Context: an optimization exercise on an open-source flow, tuned for small area and a short achievable clock period. The choices shown serve that exercise and are no tape-out recipe.
RTL that was checked went through simulation tests only; none was proved equivalent to the original.

==> inputs of willow <==
// hb1dec
module hb1dec (
    input  wire        clk,
    input  wire        rst,         
    input  wire        in_valid,
    input  wire [31:0] in_data,
    output reg         out_valid,
    output reg  [31:0] out_data
);
clock: 18.0 ns
lec_check: 0
cap_margin: 20
core_margin: 2
core_utilization: 60
slew_margin: 60
synth_hierarchical: 1
synth_minimum_keep_size: 0
standard.sh (not shown) runs the stock make flow with config.mk's settings and CLKGATE_MAP_FILE= SYNTH_SCRIPT=/design/flow/synth_recipe.tcl, a recipe that flattens the netlist after the stock synthesis.
==> flow/flow/run.sh <==
#!/bin/bash
# The standard layout (the standard.sh), with the port buffers made of
# buf_2 cells instead of the cell buffer_ports picks by default, and clock
# tree synthesis without dummy loads.
set -euo pipefail
export BUFFER_PORTS_ARGS="-buffer_cell sky130_fd_sc_hd__buf_2"
export CTS_ARGS="-sink_clustering_enable -repair_clock_nets -sink_clustering_size 24 -sink_clustering_max_diameter 100 -dont_use_dummy_load"
bash standard.sh > standard.log 2>&1
==> inputs of xenon, as changes to willow <==
--- a/flow/design.v
+++ b/flow/design.v
@@ -1,88 +1,118 @@
 module hb1dec (
     input  wire        clk,
     input  wire        rst,         
     input  wire        in_valid,
     input  wire [31:0] in_data,
     output reg         out_valid,
     output reg  [31:0] out_data
 );
-    reg        iv;
-    reg [15:0] dlo, dhi;
     reg [15:0] hreg;     
     reg        phase;    
     reg        a1;       
     reg        ea1;      
     reg        b1;       
     reg        nb1;      
     reg        c2, c3, c4;
     reg        c2k;      
     reg        nc2k;     
     reg        nnb;      
     reg  [9:0] vo;       
-    wire oacc = iv & phase;
-    wire eacc = iv & ~phase;
+    wire oacc = in_valid & phase;
+    wire eacc = in_valid & ~phase;
+    reg        ph1, ph2, ph3;            
+    reg        a1g1, a1g2, a1g3, ea1g1, ea1g2, ea1g3;
+    wire       og1 = in_valid & ph1,  eg1 = in_valid & ~ph1;
+    wire       og2 = in_valid & ~ph2, eg2 = in_valid & ph2;
+    wire       og3 = in_valid & ~ph3, eg3 = in_valid & ph3;
+    always @(posedge clk) begin
+        if (rst) begin
+            ph1 <= 1'b0; ph2 <= 1'b1; ph3 <= 1'b1;
+            a1g1 <= 1'b0; a1g2 <= 1'b0; a1g3 <= 1'b0;
+            ea1g1 <= 1'b0; ea1g2 <= 1'b0; ea1g3 <= 1'b0;
+        end else begin
+            ph1 <= ph1 ^ in_valid;
+            if (in_valid) ph2 <= ~ph2;
+            ph3 <= ph3 ^ in_valid;
+            a1g1 <= og1; a1g2 <= og2; a1g3 <= og3;
+            ea1g1 <= eg1; ea1g2 <= eg2; ea1g3 <= eg3;
+        end
+    end
     always @(posedge clk) begin
         c2k  <= b1;
         nc2k <= ~b1;
         nnb  <= nb1;
-        dlo  <= in_data[15:0];
-        dhi  <= in_data[31:16];
-        hreg <= dhi;
+        hreg <= in_data[31:16];
         if (rst) begin
-            iv <= 1'b0;
             phase <= 1'b0;
             a1 <= 1'b0; ea1 <= 1'b0; b1 <= 1'b0; nb1 <= 1'b1;
             c2 <= 1'b0; c3 <= 1'b0; c4 <= 1'b0;
             out_valid <= 1'b0;
             vo <= 10'd0;
         end else begin
-            iv <= in_valid;
-            if (iv) phase <= ~phase;
+            if (in_valid) phase <= ~phase;
             a1 <= oacc; ea1 <= eacc; b1 <= a1; nb1 <= ~a1;
             c2 <= b1; c3 <= c2; c4 <= c3;
             out_valid <= c4;
             if (oacc) vo <= {vo[8:0], 1'b1};
         end
     end
     reg [15:0] os0, os1, os2, os3, os4, os5, os6, os7, os8, os9, os10, os11, os12, os13, os14, os15, os16, os17, os18;
     always @(posedge clk)
         if (oacc | a1) begin
-            os0 <= a1 ? hreg : dlo;
+            os0 <= a1 ? hreg : in_data[15:0];
             os1 <= os0;
             os2 <= os1;
             os3 <= os2;
             os4 <= os3;
+        end
+    always @(posedge clk)
+        if (og1 | a1g1) begin
             os5 <= os4;
             os6 <= os5;
             os7 <= os6;
             os8 <= os7;
             os9 <= os8;
+        end
+    always @(posedge clk)
+        if (og2 | a1g2) begin
             os10 <= os9;
             os11 <= os10;
             os12 <= os11;
             os13 <= os12;
             os14 <= os13;
+        end
+    always @(posedge clk)
+        if (og3 | a1g3) begin
             os15 <= os14;
             os16 <= os15;
             os17 <= os16;
             os18 <= os17;
         end
     reg [15:0] es0, es1, es2, es3, es4, es5, es6, es7, es8, es9;
     always @(posedge clk)
         if (eacc | ea1) begin
-            es0 <= ea1 ? hreg : dlo;
+            es0 <= ea1 ? hreg : in_data[15:0];
             es1 <= es0;
             es2 <= es1;
+        end
+    always @(posedge clk)
+        if (eg1 | ea1g1) begin
             es3 <= es2;
             es4 <= es3;
             es5 <= es4;
+        end
+    always @(posedge clk)
+        if (eg2 | ea1g2) begin
             es6 <= es5;
             es7 <= es6;
+        end
+    always @(posedge clk)
+        if (eg3 | ea1g3) begin
             es8 <= es7;
             es9 <= es8;
         end
     wire [15:0] wan0 = ~(os0 & {16{vo[0]}});
     wire [15:0] wbn0 = ~(os18 & {16{vo[9]}});
     reg         pc0;
     reg  [16:0] pr0;
     reg  [1:0] pr0c;
==> inputs of quartz, as changes to willow <==
--- a/flow/design.v
+++ b/flow/design.v
@@ -1,88 +1,118 @@
 module hb1dec (
     input  wire        clk,
     input  wire        rst,         
     input  wire        in_valid,
     input  wire [31:0] in_data,
     output reg         out_valid,
     output reg  [31:0] out_data
 );
-    reg        iv;
-    reg [15:0] dlo, dhi;
     reg [15:0] hreg;     
     reg        phase;    
     reg        a1;       
     reg        ea1;      
     reg        b1;       
     reg        nb1;      
     reg        c2, c3, c4;
     reg        c2k;      
     reg        nc2k;     
     reg        nnb;      
     reg  [9:0] vo;       
-    wire oacc = iv & phase;
-    wire eacc = iv & ~phase;
+    wire oacc = in_valid & phase;
+    wire eacc = in_valid & ~phase;
+    reg        ph1, ph2, ph3;            
+    reg        a1g1, a1g2, a1g3, ea1g1, ea1g2, ea1g3;
+    wire       og1 = in_valid & ph1,  eg1 = in_valid & ~ph1;
+    wire       og2 = in_valid & ~ph2, eg2 = in_valid & ph2;
+    wire       og3 = in_valid & ~ph3, eg3 = in_valid & ph3;
+    always @(posedge clk) begin
+        if (rst) begin
+            ph1 <= 1'b0; ph2 <= 1'b1; ph3 <= 1'b1;
+            a1g1 <= 1'b0; a1g2 <= 1'b0; a1g3 <= 1'b0;
+            ea1g1 <= 1'b0; ea1g2 <= 1'b0; ea1g3 <= 1'b0;
+        end else begin
+            ph1 <= ph1 ^ in_valid;
+            if (in_valid) ph2 <= ~ph2;
+            ph3 <= ph3 ^ in_valid;
+            a1g1 <= og1; a1g2 <= og2; a1g3 <= og3;
+            ea1g1 <= eg1; ea1g2 <= eg2; ea1g3 <= eg3;
+        end
+    end
     always @(posedge clk) begin
         c2k  <= b1;
         nc2k <= ~b1;
         nnb  <= nb1;
-        dlo  <= in_data[15:0];
-        dhi  <= in_data[31:16];
-        hreg <= dhi;
+        hreg <= in_data[31:16];
         if (rst) begin
-            iv <= 1'b0;
             phase <= 1'b0;
             a1 <= 1'b0; ea1 <= 1'b0; b1 <= 1'b0; nb1 <= 1'b1;
             c2 <= 1'b0; c3 <= 1'b0; c4 <= 1'b0;
             out_valid <= 1'b0;
             vo <= 10'd0;
         end else begin
-            iv <= in_valid;
-            if (iv) phase <= ~phase;
+            if (in_valid) phase <= ~phase;
             a1 <= oacc; ea1 <= eacc; b1 <= a1; nb1 <= ~a1;
             c2 <= b1; c3 <= c2; c4 <= c3;
             out_valid <= c4;
             if (oacc) vo <= {vo[8:0], 1'b1};
         end
     end
     reg [15:0] os0, os1, os2, os3, os4, os5, os6, os7, os8, os9, os10, os11, os12, os13, os14, os15, os16, os17, os18;
     always @(posedge clk)
         if (oacc | a1) begin
-            os0 <= a1 ? hreg : dlo;
+            os0 <= a1 ? hreg : in_data[15:0];
             os1 <= os0;
             os2 <= os1;
             os3 <= os2;
             os4 <= os3;
+        end
+    always @(posedge clk)
+        if (og1 | a1g1) begin
             os5 <= os4;
             os6 <= os5;
             os7 <= os6;
             os8 <= os7;
             os9 <= os8;
+        end
+    always @(posedge clk)
+        if (og2 | a1g2) begin
             os10 <= os9;
             os11 <= os10;
             os12 <= os11;
             os13 <= os12;
             os14 <= os13;
+        end
+    always @(posedge clk)
+        if (og3 | a1g3) begin
             os15 <= os14;
             os16 <= os15;
             os17 <= os16;
             os18 <= os17;
         end
     reg [15:0] es0, es1, es2, es3, es4, es5, es6, es7, es8, es9;
     always @(posedge clk)
         if (eacc | ea1) begin
-            es0 <= ea1 ? hreg : dlo;
+            es0 <= ea1 ? hreg : in_data[15:0];
             es1 <= es0;
             es2 <= es1;
+        end
+    always @(posedge clk)
+        if (eg1 | ea1g1) begin
             es3 <= es2;
             es4 <= es3;
             es5 <= es4;
+        end
+    always @(posedge clk)
+        if (eg2 | ea1g2) begin
             es6 <= es5;
             es7 <= es6;
+        end
+    always @(posedge clk)
+        if (eg3 | ea1g3) begin
             es8 <= es7;
             es9 <= es8;
         end
     wire [15:0] wan0 = ~(os0 & {16{vo[0]}});
     wire [15:0] wbn0 = ~(os18 & {16{vo[9]}});
     reg         pc0;
     reg  [16:0] pr0;
     reg  [1:0] pr0c;
@@ -90,23 +120,23 @@
     wire [17:0] pkn0;
     assign pkn0[0] = ~b1 | pc0;
     hb1dec_fa u_pa0_0 (.a(wan0[0]), .b(wbn0[0]), .c(pkn0[0]), .s(psn0[0]), .co(pkn0[1]));
     hb1dec_fa u_pa0_1 (.a(wan0[1]), .b(wbn0[1]), .c(pkn0[1]), .s(psn0[1]), .co(pkn0[2]));
     hb1dec_fa u_pa0_2 (.a(wan0[2]), .b(wbn0[2]), .c(pkn0[2]), .s(psn0[2]), .co(pkn0[3]));
     hb1dec_fa u_pa0_3 (.a(wan0[3]), .b(wbn0[3]), .c(pkn0[3]), .s(psn0[3]), .co(pkn0[4]));
     hb1dec_fa u_pa0_4 (.a(wan0[4]), .b(wbn0[4]), .c(pkn0[4]), .s(psn0[4]), .co(pkn0[5]));
     hb1dec_fa u_pa0_5 (.a(wan0[5]), .b(wbn0[5]), .c(pkn0[5]), .s(psn0[5]), .co(pkn0[6]));
-    hb1dec_han u_pa0_6 (.a(wan0[6]), .b(wbn0[6]), .s(psn0[6]), .co(pkn0[7]));
+    hb1dec_fa u_pa0_6 (.a(wan0[6]), .b(wbn0[6]), .c(1'b1), .s(psn0[6]), .co(pkn0[7]));
     hb1dec_fa u_pa0_7 (.a(wan0[7]), .b(wbn0[7]), .c(pkn0[7]), .s(psn0[7]), .co(pkn0[8]));
     hb1dec_fa u_pa0_8 (.a(wan0[8]), .b(wbn0[8]), .c(pkn0[8]), .s(psn0[8]), .co(pkn0[9]));
     hb1dec_fa u_pa0_9 (.a(wan0[9]), .b(wbn0[9]), .c(pkn0[9]), .s(psn0[9]), .co(pkn0[10]));
     hb1dec_fa u_pa0_10 (.a(wan0[10]), .b(wbn0[10]), .c(pkn0[10]), .s(psn0[10]), .co(pkn0[11]));
     hb1dec_fa u_pa0_11 (.a(wan0[11]), .b(wbn0[11]), .c(pkn0[11]), .s(psn0[11]), .co(pkn0[12]));
-    hb1dec_han u_pa0_12 (.a(wan0[12]), .b(wbn0[12]), .s(psn0[12]), .co(pkn0[13]));
+    hb1dec_fa u_pa0_12 (.a(wan0[12]), .b(wbn0[12]), .c(1'b1), .s(psn0[12]), .co(pkn0[13]));
     hb1dec_fa u_pa0_13 (.a(wan0[13]), .b(wbn0[13]), .c(pkn0[13]), .s(psn0[13]), .co(pkn0[14]));
     hb1dec_fa u_pa0_14 (.a(wan0[14]), .b(wbn0[14]), .c(pkn0[14]), .s(psn0[14]), .co(pkn0[15]));
     hb1dec_fa u_pa0_15 (.a(wan0[15]), .b(wbn0[15]), .c(pkn0[15]), .s(psn0[15]), .co(pkn0[16]));
     hb1dec_fa u_pa0_16 (.a(~b1 | wan0[15]), .b(~b1 | wbn0[15]), .c(pkn0[16]), .s(psn0[16]), .co(pkn0[17]));
     wire [15:0] wan1 = ~(os2 & {16{vo[1]}});
     wire [15:0] wbn1 = ~(os16 & {16{vo[8]}});
     reg         pc1;
     reg  [16:0] pr1;
@@ -115,23 +145,23 @@
     wire [17:0] pkn1;
     assign pkn1[0] = ~b1 | pc1;
     hb1dec_fa u_pa1_0 (.a(wan1[0]), .b(wbn1[0]), .c(pkn1[0]), .s(psn1[0]), .co(pkn1[1]));
     hb1dec_fa u_pa1_1 (.a(wan1[1]), .b(wbn1[1]), .c(pkn1[1]), .s(psn1[1]), .co(pkn1[2]));
     hb1dec_fa u_pa1_2 (.a(wan1[2]), .b(wbn1[2]), .c(pkn1[2]), .s(psn1[2]), .co(pkn1[3]));
     hb1dec_fa u_pa1_3 (.a(wan1[3]), .b(wbn1[3]), .c(pkn1[3]), .s(psn1[3]), .co(pkn1[4]));
     hb1dec_fa u_pa1_4 (.a(wan1[4]), .b(wbn1[4]), .c(pkn1[4]), .s(psn1[4]), .co(pkn1[5]));
     hb1dec_fa u_pa1_5 (.a(wan1[5]), .b(wbn1[5]), .c(pkn1[5]), .s(psn1[5]), .co(pkn1[6]));
-    hb1dec_han u_pa1_6 (.a(wan1[6]), .b(wbn1[6]), .s(psn1[6]), .co(pkn1[7]));
+    hb1dec_fa u_pa1_6 (.a(wan1[6]), .b(wbn1[6]), .c(1'b1), .s(psn1[6]), .co(pkn1[7]));
     hb1dec_fa u_pa1_7 (.a(wan1[7]), .b(wbn1[7]), .c(pkn1[7]), .s(psn1[7]), .co(pkn1[8]));
     hb1dec_fa u_pa1_8 (.a(wan1[8]), .b(wbn1[8]), .c(pkn1[8]), .s(psn1[8]), .co(pkn1[9]));
     hb1dec_fa u_pa1_9 (.a(wan1[9]), .b(wbn1[9]), .c(pkn1[9]), .s(psn1[9]), .co(pkn1[10]));
     hb1dec_fa u_pa1_10 (.a(wan1[10]), .b(wbn1[10]), .c(pkn1[10]), .s(psn1[10]), .co(pkn1[11]));
     hb1dec_fa u_pa1_11 (.a(wan1[11]), .b(wbn1[11]), .c(pkn1[11]), .s(psn1[11]), .co(pkn1[12]));
-    hb1dec_han u_pa1_12 (.a(wan1[12]), .b(wbn1[12]), .s(psn1[12]), .co(pkn1[13]));
+    hb1dec_fa u_pa1_12 (.a(wan1[12]), .b(wbn1[12]), .c(1'b1), .s(psn1[12]), .co(pkn1[13]));
     hb1dec_fa u_pa1_13 (.a(wan1[13]), .b(wbn1[13]), .c(pkn1[13]), .s(psn1[13]), .co(pkn1[14]));
     hb1dec_fa u_pa1_14 (.a(wan1[14]), .b(wbn1[14]), .c(pkn1[14]), .s(psn1[14]), .co(pkn1[15]));
     hb1dec_fa u_pa1_15 (.a(wan1[15]), .b(wbn1[15]), .c(pkn1[15]), .s(psn1[15]), .co(pkn1[16]));
     hb1dec_fa u_pa1_16 (.a(~b1 | wan1[15]), .b(~b1 | wbn1[15]), .c(pkn1[16]), .s(psn1[16]), .co(pkn1[17]));
     wire [15:0] wan2 = ~(os4 & {16{vo[2]}});
     wire [15:0] wbn2 = ~(os14 & {16{vo[7]}});
     reg         pc2;
     reg  [16:0] pr2;
@@ -140,23 +170,23 @@
     wire [17:0] pkn2;
     assign pkn2[0] = ~b1 | pc2;
     hb1dec_fa u_pa2_0 (.a(wan2[0]), .b(wbn2[0]), .c(pkn2[0]), .s(psn2[0]), .co(pkn2[1]));
     hb1dec_fa u_pa2_1 (.a(wan2[1]), .b(wbn2[1]), .c(pkn2[1]), .s(psn2[1]), .co(pkn2[2]));
     hb1dec_fa u_pa2_2 (.a(wan2[2]), .b(wbn2[2]), .c(pkn2[2]), .s(psn2[2]), .co(pkn2[3]));
     hb1dec_fa u_pa2_3 (.a(wan2[3]), .b(wbn2[3]), .c(pkn2[3]), .s(psn2[3]), .co(pkn2[4]));
     hb1dec_fa u_pa2_4 (.a(wan2[4]), .b(wbn2[4]), .c(pkn2[4]), .s(psn2[4]), .co(pkn2[5]));
     hb1dec_fa u_pa2_5 (.a(wan2[5]), .b(wbn2[5]), .c(pkn2[5]), .s(psn2[5]), .co(pkn2[6]));
-    hb1dec_han u_pa2_6 (.a(wan2[6]), .b(wbn2[6]), .s(psn2[6]), .co(pkn2[7]));
+    hb1dec_fa u_pa2_6 (.a(wan2[6]), .b(wbn2[6]), .c(1'b1), .s(psn2[6]), .co(pkn2[7]));
     hb1dec_fa u_pa2_7 (.a(wan2[7]), .b(wbn2[7]), .c(pkn2[7]), .s(psn2[7]), .co(pkn2[8]));
     hb1dec_fa u_pa2_8 (.a(wan2[8]), .b(wbn2[8]), .c(pkn2[8]), .s(psn2[8]), .co(pkn2[9]));
     hb1dec_fa u_pa2_9 (.a(wan2[9]), .b(wbn2[9]), .c(pkn2[9]), .s(psn2[9]), .co(pkn2[10]));
     hb1dec_fa u_pa2_10 (.a(wan2[10]), .b(wbn2[10]), .c(pkn2[10]), .s(psn2[10]), .co(pkn2[11]));
     hb1dec_fa u_pa2_11 (.a(wan2[11]), .b(wbn2[11]), .c(pkn2[11]), .s(psn2[11]), .co(pkn2[12]));
-    hb1dec_han u_pa2_12 (.a(wan2[12]), .b(wbn2[12]), .s(psn2[12]), .co(pkn2[13]));
+    hb1dec_fa u_pa2_12 (.a(wan2[12]), .b(wbn2[12]), .c(1'b1), .s(psn2[12]), .co(pkn2[13]));
     hb1dec_fa u_pa2_13 (.a(wan2[13]), .b(wbn2[13]), .c(pkn2[13]), .s(psn2[13]), .co(pkn2[14]));
     hb1dec_fa u_pa2_14 (.a(wan2[14]), .b(wbn2[14]), .c(pkn2[14]), .s(psn2[14]), .co(pkn2[15]));
     hb1dec_fa u_pa2_15 (.a(wan2[15]), .b(wbn2[15]), .c(pkn2[15]), .s(psn2[15]), .co(pkn2[16]));
     hb1dec_fa u_pa2_16 (.a(~b1 | wan2[15]), .b(~b1 | wbn2[15]), .c(pkn2[16]), .s(psn2[16]), .co(pkn2[17]));
     wire [15:0] wan3 = ~(os6 & {16{vo[3]}});
     wire [15:0] wbn3 = ~(os12 & {16{vo[6]}});
     reg         pc3;
     reg  [16:0] pr3;
@@ -165,23 +195,23 @@
     wire [17:0] pkn3;
     assign pkn3[0] = ~b1 | pc3;
     hb1dec_fa u_pa3_0 (.a(wan3[0]), .b(wbn3[0]), .c(pkn3[0]), .s(psn3[0]), .co(pkn3[1]));
     hb1dec_fa u_pa3_1 (.a(wan3[1]), .b(wbn3[1]), .c(pkn3[1]), .s(psn3[1]), .co(pkn3[2]));
     hb1dec_fa u_pa3_2 (.a(wan3[2]), .b(wbn3[2]), .c(pkn3[2]), .s(psn3[2]), .co(pkn3[3]));
     hb1dec_fa u_pa3_3 (.a(wan3[3]), .b(wbn3[3]), .c(pkn3[3]), .s(psn3[3]), .co(pkn3[4]));
     hb1dec_fa u_pa3_4 (.a(wan3[4]), .b(wbn3[4]), .c(pkn3[4]), .s(psn3[4]), .co(pkn3[5]));
     hb1dec_fa u_pa3_5 (.a(wan3[5]), .b(wbn3[5]), .c(pkn3[5]), .s(psn3[5]), .co(pkn3[6]));
-    hb1dec_han u_pa3_6 (.a(wan3[6]), .b(wbn3[6]), .s(psn3[6]), .co(pkn3[7]));
+    hb1dec_fa u_pa3_6 (.a(wan3[6]), .b(wbn3[6]), .c(1'b1), .s(psn3[6]), .co(pkn3[7]));
     hb1dec_fa u_pa3_7 (.a(wan3[7]), .b(wbn3[7]), .c(pkn3[7]), .s(psn3[7]), .co(pkn3[8]));
     hb1dec_fa u_pa3_8 (.a(wan3[8]), .b(wbn3[8]), .c(pkn3[8]), .s(psn3[8]), .co(pkn3[9]));
     hb1dec_fa u_pa3_9 (.a(wan3[9]), .b(wbn3[9]), .c(pkn3[9]), .s(psn3[9]), .co(pkn3[10]));
     hb1dec_fa u_pa3_10 (.a(wan3[10]), .b(wbn3[10]), .c(pkn3[10]), .s(psn3[10]), .co(pkn3[11]));
     hb1dec_fa u_pa3_11 (.a(wan3[11]), .b(wbn3[11]), .c(pkn3[11]), .s(psn3[11]), .co(pkn3[12]));
-    hb1dec_han u_pa3_12 (.a(wan3[12]), .b(wbn3[12]), .s(psn3[12]), .co(pkn3[13]));
+    hb1dec_fa u_pa3_12 (.a(wan3[12]), .b(wbn3[12]), .c(1'b1), .s(psn3[12]), .co(pkn3[13]));
     hb1dec_fa u_pa3_13 (.a(wan3[13]), .b(wbn3[13]), .c(pkn3[13]), .s(psn3[13]), .co(pkn3[14]));
     hb1dec_fa u_pa3_14 (.a(wan3[14]), .b(wbn3[14]), .c(pkn3[14]), .s(psn3[14]), .co(pkn3[15]));
     hb1dec_fa u_pa3_15 (.a(wan3[15]), .b(wbn3[15]), .c(pkn3[15]), .s(psn3[15]), .co(pkn3[16]));
     hb1dec_fa u_pa3_16 (.a(~b1 | wan3[15]), .b(~b1 | wbn3[15]), .c(pkn3[16]), .s(psn3[16]), .co(pkn3[17]));
     wire [15:0] wan4 = ~(os8 & {16{vo[4]}});
     wire [15:0] wbn4 = ~(os10 & {16{vo[5]}});
     reg         pc4;
     reg  [16:0] pr4;
@@ -190,23 +220,23 @@
     wire [17:0] pkn4;
     assign pkn4[0] = ~b1 | pc4;
     hb1dec_fa u_pa4_0 (.a(wan4[0]), .b(wbn4[0]), .c(pkn4[0]), .s(psn4[0]), .co(pkn4[1]));
     hb1dec_fa u_pa4_1 (.a(wan4[1]), .b(wbn4[1]), .c(pkn4[1]), .s(psn4[1]), .co(pkn4[2]));
     hb1dec_fa u_pa4_2 (.a(wan4[2]), .b(wbn4[2]), .c(pkn4[2]), .s(psn4[2]), .co(pkn4[3]));
     hb1dec_fa u_pa4_3 (.a(wan4[3]), .b(wbn4[3]), .c(pkn4[3]), .s(psn4[3]), .co(pkn4[4]));
     hb1dec_fa u_pa4_4 (.a(wan4[4]), .b(wbn4[4]), .c(pkn4[4]), .s(psn4[4]), .co(pkn4[5]));
     hb1dec_fa u_pa4_5 (.a(wan4[5]), .b(wbn4[5]), .c(pkn4[5]), .s(psn4[5]), .co(pkn4[6]));
-    hb1dec_han u_pa4_6 (.a(wan4[6]), .b(wbn4[6]), .s(psn4[6]), .co(pkn4[7]));
+    hb1dec_fa u_pa4_6 (.a(wan4[6]), .b(wbn4[6]), .c(1'b1), .s(psn4[6]), .co(pkn4[7]));
     hb1dec_fa u_pa4_7 (.a(wan4[7]), .b(wbn4[7]), .c(pkn4[7]), .s(psn4[7]), .co(pkn4[8]));
     hb1dec_fa u_pa4_8 (.a(wan4[8]), .b(wbn4[8]), .c(pkn4[8]), .s(psn4[8]), .co(pkn4[9]));
     hb1dec_fa u_pa4_9 (.a(wan4[9]), .b(wbn4[9]), .c(pkn4[9]), .s(psn4[9]), .co(pkn4[10]));
     hb1dec_fa u_pa4_10 (.a(wan4[10]), .b(wbn4[10]), .c(pkn4[10]), .s(psn4[10]), .co(pkn4[11]));
     hb1dec_fa u_pa4_11 (.a(wan4[11]), .b(wbn4[11]), .c(pkn4[11]), .s(psn4[11]), .co(pkn4[12]));
-    hb1dec_han u_pa4_12 (.a(wan4[12]), .b(wbn4[12]), .s(psn4[12]), .co(pkn4[13]));
+    hb1dec_fa u_pa4_12 (.a(wan4[12]), .b(wbn4[12]), .c(1'b1), .s(psn4[12]), .co(pkn4[13]));
     hb1dec_fa u_pa4_13 (.a(wan4[13]), .b(wbn4[13]), .c(pkn4[13]), .s(psn4[13]), .co(pkn4[14]));
     hb1dec_fa u_pa4_14 (.a(wan4[14]), .b(wbn4[14]), .c(pkn4[14]), .s(psn4[14]), .co(pkn4[15]));
     hb1dec_fa u_pa4_15 (.a(wan4[15]), .b(wbn4[15]), .c(pkn4[15]), .s(psn4[15]), .co(pkn4[16]));
     hb1dec_fa u_pa4_16 (.a(~b1 | wan4[15]), .b(~b1 | wbn4[15]), .c(pkn4[16]), .s(psn4[16]), .co(pkn4[17]));
     wire [15:0] esel = ((a1 | ea1) ? es9 : es8) & {16{vo[4]}};
     reg  [16:0] ecr;
     always @(posedge clk) begin
         pc0 <= psn0[16];
@@ -810,12 +840,8 @@
 module hb1dec_fa (input wire a, input wire b, input wire c, output wire s, output wire co);
     assign s  = a ^ b ^ c;
     assign co = (a & b) | (a & c) | (b & c);
 endmodule
 module hb1dec_ha (input wire a, input wire b, output wire s, output wire co);
     assign s  = a ^ b;
     assign co = a & b;
 endmodule
-module hb1dec_han (input wire a, input wire b, output wire s, output wire co);
-    assign s  = ~(a ^ b);
-    assign co = a | b;
-endmodule
==> flow/flow/run.sh (replaced) <==
#!/bin/bash
# The standard layout (the standard.sh), with the port buffers made of
# buf_2 cells instead of the cell buffer_ports picks by default.
set -euo pipefail
export BUFFER_PORTS_ARGS="-buffer_cell sky130_fd_sc_hd__buf_2"
bash standard.sh > standard.log 2>&1
==> flow/config.mk (replaced) <==
export PLATFORM = sky130hd
export DESIGN_NAME = hb1dec
export DESIGN_NICKNAME = hb1dec
export VERILOG_FILES = /design/flow/design.v
export SDC_FILE = /design/flow/constraint.sdc
export NUM_CORES = 4
export LEC_CHECK = 0
export CAP_MARGIN = 20
export CORE_MARGIN = 2
export CORE_UTILIZATION = 60
export CTS_CLUSTER_DIAMETER = 100
export CTS_CLUSTER_SIZE = 24
export SLEW_MARGIN = 20
export SYNTH_HIERARCHICAL = 1
export SYNTH_MINIMUM_KEEP_SIZE = 0
==> results.toml <==
[run_status]
status = "no timing/DRC/antenna violations"

[route]
met3_length_um = 7110
wl_met1_um = 36400

[finish]
nets = 3052
multi_input_area_share = 0.409
final-clk-cell-share = 0.0317

[critical_path]
worst-setup-path-type = "in -> reg"
path_max_fanout = 80
critPathBufInv = 2
worstPathRequired_ns = 18.23
slowest_stage = "buf_4"
cp-startpoint = "in_valid"
crit_chain = "buf_2, ha_1, or2_4, buf_4"
endpoint = "os6[7]$_DFFE_PP_"

[synth]
synth-adder-area-share = 0.307

[global_routing]
grtUsageTotal = 0.292
grt_pass1_wl_um = 131000

[placed_design]
post-place-ws_ns = 12.40
That was quartz.
==> results.toml <==
[critical_path]
slowest_stage = "dfxtp_1"
worst-setup-path-type = "reg -> out"
worstPathRequired_ns = 14.40
cp-startpoint = "out_valid$_SDFF_PP0_"
path_max_fanout = 1
endpoint = "out_valid"

[finish]
final-clk-cell-share = 0.0262
multi_input_area_share = 0.393
nets = 3025

[run_status]
status = "no timing/DRC/antenna violations"

[synth]
synth-adder-area-share = 0.304
That was willow.
==> results.toml <==
[run_status]
status = "no timing/DRC/antenna violations"

[route]
met3_length_um = 7520
wl_met1_um = 36600

[synth]
synth-adder-area-share = 0.305

[finish]
nets = 3088
multi_input_area_share = 0.406

[critical_path]
worst-setup-path-type = "reg -> out"
slowest_stage = "dfxtp_1"
crit_chain = "buf_2"
endpoint = "out_data[23]"
critPathBufInv = 1
cp-startpoint = "out_data[23]$_SDFF_PP1_"

[die]
dieArea_mm2 = 0.0635

[placed_design]
post-place-ws_ns = 12.82
That was xenon.
The RTL of xenon and quartz was laid out without a check of its function.

## static timing again, ports no longer ideal
How much do the figures lean on ideal ports? The routed layouts below were timed once more, with nothing changed but the port constraints. Step 1, drivers: a clkbuf_16 drives clk and a buf_2 each remaining input, both assumed. Step 2 times the ports against the registers' clock, not the clock port: input delays grow and output delays shrink by t, the midpoint of the rising clock arrivals with the driver on. Slacks: ideal ports / drivers / drivers and shift; pairs: ideal ports / drivers.
run | t (ns) | setup slack, ns | worst setup path at the end
willow | 0.631 | 13.355 / 13.290 / 13.422 | register to register
xenon | 0.645 | 13.338 / 13.274 / 12.757 | input to register
quartz | 0.662 | 13.210 / 13.252 / 12.590 | input to register
After both steps setup and hold are still met in every run listed. For quartz, which loses most, drivers alone change the setup slack by +0.042 ns; drivers and shift together by -0.620 ns.
